From an optimization exercise on the open Yosys and OpenROAD flow, aimed at small area, a short achievable clock period and few clock cycles; shortcuts taken in it are not production practice. For this run, only the layout was checked, not whether the RTL still works. Power and IR drop assume default switching activity.

`flow/run.sh`:
```
#!/bin/bash
# synth_recipe.tcl (not shown) runs the flow's synth.tcl, then flattens the netlist and writes it again
# the make line also repeats each setting of config.mk as NAME=value (left out here)
make -C /OpenROAD-flow-scripts/flow DESIGN_CONFIG=/design/flow/config.mk WORK_HOME=/design/flow/orfs CLKGATE_MAP_FILE= SYNTH_SCRIPT=/design/flow/synth_recipe.tcl finish
```
`flow/config.mk`:
```
export PLATFORM = sky130hd
export DESIGN_NAME = crc_engine
export DESIGN_NICKNAME = crc_engine
export VERILOG_FILES = /design/flow/design.v
export SDC_FILE = /design/flow/constraint.sdc
export NUM_CORES = 4
export LEC_CHECK = 0
export CAP_MARGIN = 20
export CORE_MARGIN = 2
export CORE_UTILIZATION = 30
export SETUP_SLACK_MARGIN = 1.0
export SLEW_MARGIN = 20
```
`flow/constraint.sdc`:
```
create_clock -name core_clock -period 25.0 [get_ports {clk}]
set_input_delay 5.0000 -clock core_clock [delete_from_list [all_inputs] [get_ports {clk}]]
set_output_delay 5.0000 -clock core_clock [all_outputs]
set_load 0.01 [all_outputs]
```
`flow/design.v`:
```
module crc_engine (
    input  wire        clk,
    input  wire        rst_n,
    input  wire        start,
    input  wire [6:0]  cfg_width,        
    input  wire [63:0] cfg_poly,         
    input  wire [63:0] cfg_init,
    input  wire [63:0] cfg_xorout,
    input  wire        cfg_refin,
    input  wire        cfg_refout,
    input  wire [3:0]  cfg_prefix_len,   
    input  wire [63:0] cfg_prefix,
    input  wire [3:0]  cfg_suffix_len,   
    input  wire [63:0] cfg_suffix,
    input  wire        in_valid,
    input  wire [7:0]  in_data,
    input  wire        in_last,
    output reg         in_ready,
    output reg         busy,
    output reg         done,
    output reg  [63:0] result
);
    localparam [2:0] S_IDLE = 3'd0,
                     S_AL1  = 3'd1,
                     S_AL2  = 3'd2,
                     S_RUN  = 3'd3,
                     S_OUT  = 3'd4;
    reg [2:0]  state;
    reg [3:0]  pre_left;     
    reg [3:0]  suf_left;     
    reg        got_last;     
    reg        data_done;    
    reg [7:0]  hb;           
    reg        hb_v;
    reg        hb_l;
    reg [7:0]  fr;           
    reg [63:0] crc;          
    reg [63:0] poly;         
    reg [5:0]  rot;          
    reg        refin;
    reg        refout;
    reg [63:0] xorout;
    reg [63:0] prefix;
    reg [63:0] suffix;
    function [63:0] rev64(input [63:0] v);
        integer n;
        begin
            for (n = 0; n < 64; n = n + 1)
                rev64[n] = v[63 - n];
        end
    endfunction
    function [7:0] rev8(input [7:0] v);
        integer n;
        begin
            for (n = 0; n < 8; n = n + 1)
                rev8[n] = v[7 - n];
        end
    endfunction
    wire run     = (state == S_RUN);
    wire pre_ph  = (pre_left != 4'd0);
    wire dat_ph  = !pre_ph && !data_done;
    wire suf_ph  = !pre_ph && data_done;
    wire step    = run && (pre_ph || suf_ph || hb_v);
    wire is_last = dat_ph ? (hb_l && suf_left == 4'd0) : (suf_ph && suf_left == 4'd1);
    wire take    = in_valid && in_ready;
    reg  [63:0] rot_in;
    reg  [5:0]  rot_amt;
    always @* begin
        rot_amt = rot;
        if (state == S_AL1)
            rot_in = crc;
        else if (state == S_AL2)
            rot_in = poly;
        else if (refout) begin
            rot_in  = crc;
            rot_amt = 6'd0;
        end else
            rot_in = rev64(crc);
    end
    reg  [63:0] rot_out;
    integer r;
    always @* begin
        rot_out = rot_in;
        for (r = 0; r < 6; r = r + 1)
            if (rot_amt[r])
                rot_out = (rot_out >> (1 << r)) | (rot_out << (64 - (1 << r)));
    end
    wire [7:0] feed = dat_ph ? hb : fr;
    reg [63:0] crc_next;
    reg        fb;
    integer i;
    always @* begin
        crc_next = crc;
        for (i = 7; i >= 0; i = i - 1) begin
            fb       = crc_next[63] ^ feed[i];
            crc_next = crc_next << 1;
            if (fb)
                crc_next = crc_next ^ poly;
        end
    end
    reg [2:0] state_n;
    reg [3:0] pre_n, suf_n;
    reg       hb_v_n, got_last_n, data_done_n;
    always @* begin
        state_n     = state;
        pre_n       = pre_left;
        suf_n       = suf_left;
        hb_v_n      = hb_v;
        got_last_n  = got_last;
        data_done_n = data_done;
        if (!busy) begin
            state_n     = start ? S_AL1 : S_IDLE;
            pre_n       = cfg_prefix_len;
            suf_n       = cfg_suffix_len;
            hb_v_n      = 1'b0;
            got_last_n  = 1'b0;
            data_done_n = 1'b0;
        end else begin
            if (state == S_AL1)
                state_n = S_AL2;
            if (state == S_AL2)
                state_n = S_RUN;
            if (step) begin
                if (is_last)
                    state_n = S_OUT;
                if (pre_ph)
                    pre_n = pre_left - 4'd1;
                else if (dat_ph) begin
                    hb_v_n = 1'b0;
                    if (hb_l)
                        data_done_n = 1'b1;
                end else
                    suf_n = suf_left - 4'd1;
            end
            if (take) begin
                hb_v_n     = 1'b1;
                got_last_n = in_last;
            end
        end
        if (!rst_n)
            state_n = S_IDLE;
    end
    wire busy_n = (state_n == S_AL1) || (state_n == S_AL2) || (state_n == S_RUN);
    wire pre_ph_n = (pre_n != 4'd0);
    always @(posedge clk) begin
        result   <= rev64(rot_out) ^ xorout;
        done     <= rst_n && (state == S_OUT);
        state     <= state_n;
        busy      <= busy_n;
        in_ready  <= busy_n && !got_last_n && !(hb_v_n && (pre_ph_n || state_n != S_RUN));
        pre_left  <= pre_n;
        suf_left  <= suf_n;
        hb_v      <= hb_v_n;
        got_last  <= got_last_n;
        data_done <= data_done_n;
        if (pre_n != 4'd0)
            fr <= refin ? rev8(prefix[(pre_n - 4'd1) * 8 +: 8]) : prefix[(pre_n - 4'd1) * 8 +: 8];
        else
            fr <= refin ? rev8(suffix[(suf_n - 4'd1) * 8 +: 8]) : suffix[(suf_n - 4'd1) * 8 +: 8];
        if (!busy) begin
            rot    <= cfg_width[5:0];
            refin  <= cfg_refin;
            refout <= cfg_refout;
            poly   <= cfg_poly;
            crc    <= cfg_init;
            xorout <= cfg_xorout;
            prefix <= cfg_prefix;
            suffix <= cfg_suffix;
        end else begin
            if (state == S_AL1)
                crc <= rot_out;
            if (state == S_AL2)
                poly <= rot_out;
            if (step)
                crc <= crc_next;
            if (take) begin
                hb   <= refin ? rev8(in_data) : in_data;
                hb_l <= in_last;
            end
        end
    end
endmodule
```
==> metrics.md <==
| Metric | Value |
|---|---|
| Result of the run | `timing/DRC/antenna clean` |
| Slew Viols, Final | `0` |
| R2R Setup Slk | `approximately 18000 ps` |
| Final HPWL DP | `77.8 mm` |
| Setup bufs post-CTS | `0` |
| WHS Endpoint | `result[42]$_DFF_P_` |
| Antenna violation net count after detailed routing | `0` |
| Crit-path max FO | `19` |
| Total power draw | `6.17 mW` |
| Final worst path period share | `0.303` |
| Syn Inst Count | `2973` |
| CP required | `between 20000 and 30000 ps` |
| Core area | `96700 sq um` |
| Max-cap violations | `0` |
| Die ar. | `100000 sq um` |
| Worst skew pair latency | `650 ps` |
| FF-to-FF path depth | `19` |
| Overall die height | `about 320 microns` |
| WHS Path Cells | `1` |
| Clock tree buffer depth | `3` |
| Synth-to-layout area growth | `23.7%` |
| Count of cell types in the netlist | `76` |
| I/O pin count | `417` |
| Hold_ws | `402 ps` |
| Drt drc | `0` |
| DRT Pass-1 Iters | `5` |
| Finished Layout Cells | `4556` |
| Vias per cell | `5.07` |
| Post-placement cell count | `4451` |
| Pleak | `13.6 nW` |
| Number of global-route vias before repair | `22100` |
| Layout cells sized above 1 | `0.0951` |
| Total grt overflow | `0` |
| Num CTS Buffers | `50` |
| Post-synthesis sequential area ratio | `0.406` |
| Routed len/inst | `approximately 23 microns` |
| First-pass GRT wire length | `roughly 150 mm` |
| Relative slew slack | `0.164` |
| Post-cts sizing count | `0` |
| Max IR drop VDD | `0.335 mV` |
| Setup Skew | `52.8 ps` |
| Main synth FF type | `edfxtp_1` |
| Post-layout util | `0.375` |
| Clock root buffer master | `clkbuf_16` |
| Hold Buf Count CTS | `0` |
| Reg clk slew, reported paths | `60 ps` |
| Core Rows | `around 110` |
| RSZ-0062 raised after global routing | `false` |
| Ys Warns | `1` |
| Final TNS setup | `0 ps` |
| Cell accounting for the most synthesized area | `edfxtp_1` |
| Worst r2r src | `pre_left[0]$_DFF_P_` |
| DRT Wirelength | `106 mm` |
| Worst min path class | `register to register` |
| CTS tree | `yes` |
| CP endpoint kind | `register` |
| Largest net degree at the start of global routing | `between 90 and 100` |
| Final net count | `3585` |
| Startpoint Class | `primary input` |
| Post-synth EDFFs | `337` |
| Vias | `23100` |
| Share of the synthesized area in the top cell type | `0.345` |
| Final Wtd Congestion | `0.933` |
| Clock sinks | `roughly 430` |
| Initial core utilization | `0.303` |
| Max H-tree Level | `2` |
| Least-Margin Pin Slew | `1220 ps` |
| Port bufs | `415` |
| Hold Vio Cnt, Final | `0` |
| Post-Syn Area per Cell | `9.86 sq um` |
| Mapped Area | `between 20000 and 30000 sq um` |
| Synth Register Bits | `about 430` |
| Die W | `317 microns` |
| Detailed Route Iter0 Violations | `2251` |
| F_max | `0.132 GHz` |
| Syn_nets | `approximately 3300` |
| Hold Startpoint | `xorout[42]$_DFFE_PN_` |
| Worst Setup Path Type | `primary input to register` |
| Area contributors post-synth | `edfxtp_1, xnor2_1, mux2i_1, nand2_1, dfxtp_1` |
| Initial antenna violation count | `16` |
| Reg-to-reg endpoint | `crc[28]$_DFFE_PP_` |
| Total GRT Usage | `0.206` |
| Final worst path period need | `between 7000 and 8000 ps` |
| Worst Path Arrival | `approximately 8100 ps` |
| Pwr dens | `170 nW/um^2` |
| Post-synth ARST share | `0` |
| Final Setup Violations | `0` |
[critical path: stages]
cell and delay, ps:
clkdlybuf4s50_1 450, nor2_1 40, a21oi_2 110, buf_4 300, inv_1 110, ha_2 730, mux4_2 600, a221oi_1 300
a21oi_1 110, a21oi_1 210, mux2i_1 100
[report_power, final]
group | switching (mW) | total (mW) | internal, mW
combinational | 2.45 | 4.42 | 1.97
clock | 0.329 | 0.752 | 0.423
sequential | 0.105 | 1.01 | 0.900
total | 2.88 | 6.17 | 3.29
[cells in the mapped netlist, drive strengths merged, types with 3 or more instances]
cell    count
nand2     482
nor3b       3
xnor2     445
a22o        6
a211oi      7
a32oi       3
or3         4
nand2b      7
inv        20
nor2      135
mux2i     314
clkbuf    180
mux2      120
mux4       32
nand3      74
and2        6
a211o       4
buf        68
o311ai      5
o21ai     222
o21a        3
and3        5
a21oi     119
nor2b       3
a22oi      71
nor3       17
dfxtp      89
xor2      132
nand4       6
ha          8
o211ai      5
a31oi       8
edfxtp    337
[layout make-up]
cell class,instances,area [sq um]
Clock inverter,29,270
Fill cell,9666,60400
Timing Repair Buffer,450,4440
Clock buffer,65,1400
Antenna cell,11,27.5
Tap cell,1276,1600
Multi-Input combinational cell,2279,16500
Inverter,20,82.6
Sequential cell,426,11900
[flip-flops by register name (all words and copies together) (netlist names), 3 cells and up]
name	count
xorout	64
hb	8
prefix	64
state	3
suf_left	4
rot	6
crc	64
result	64
poly	64
pre_left	4
fr	8
suffix	64
[layout by cell type, fill, tap and decap left out, drive strengths merged, types with 18 or more instances in the layout]
master,synthesis,final
inv,20,28
buf,68,35
nand3,74,74
xor2,132,132
xnor2,445,445
clkdlybuf4s50,0,415
dfxtp,89,89
clkinv,0,18
edfxtp,337,337
a21oi,119,119
mux2i,314,314
nand2,482,482
o21ai,222,222
mux4,32,32
clkbuf,180,65
mux2,120,120
nor2,135,135
a22oi,71,71
[routing by layer]
layer / vias up / routed length [microns] / track usage
li1: 10900 / - / -
met1: 11300 / 45200 / 0.276
met2: 782 / 50400 / 0.335
met3: 151 / 6300 / 0.0276
met4: 6 / 4080 / 0.0825
met5: - / 43 / 0
[worst max path at each step]
stage | from | end | slack (ps)
2_1_floorplan | busy$_DFF_P_ | crc[0]$_DFFE_PP_ | 16210
3_3_place_gp | cfg_prefix_len[0] | fr[6]$_DFF_P_ | 16450
5_1_grt | pre_left[0]$_DFF_P_ | crc[28]$_DFFE_PP_ | 17160
4_1_cts | cfg_prefix_len[0] | fr[6]$_DFF_P_ | 17110
6_report | cfg_prefix_len[0] | fr[1]$_DFF_P_ | 17410
3_5_place_dp | cfg_prefix_len[0] | fr[6]$_DFF_P_ | 16430
[per-stage QoR]
stage	area, sq um	setup slack [ps]
after detailed placement	34500	16430
final	36300	17410
after floorplan	29300	16210
after CTS	36200	17110
after global routing	36300	17160
after global placement	34500	16450
[logic make-up (layout without fill, tap and decap cells)]
family          Yosys count  in the layout  share of synthesized area
compound gates          474            474                     0.0955
mux                     466            466                      0.178
simple gates            752            752                      0.105
xor+xnor                579            579                      0.176
flops                   426            426                      0.406
fa+ha+maj                 8              8                    0.00341
other cells               0             11                          0
buf+inv                 268            564                     0.0359

-- port drivers added, routing unchanged --
Ports are ideal in the flow. The routed layout listed here was re-timed in OpenROAD. Step 1 sets driving cells, clkbuf_16 on the clock port and buf_2 on the other inputs (assumed; they add their load-dependent delay and slew). Step 2 moves the port delays by t, midway between the first and last clock arrival at a register: inputs arrive t later, outputs are due t later. That takes back most of the time a late clock gives input paths. Three values: ideal, step 1, step 2; two values: the first two.
t (ns): 0.686
setup slack, ns: 17.414 / 17.414 / 16.727
hold slack, ns: 0.402 / 0.402 / 0.402
slew at the worst register clock pin (ns): 0.07 / 0.07
After both steps this run still meets setup and hold. The setup slack of this run moves by 0.000 ns with the drivers and by -0.687 ns with both steps.
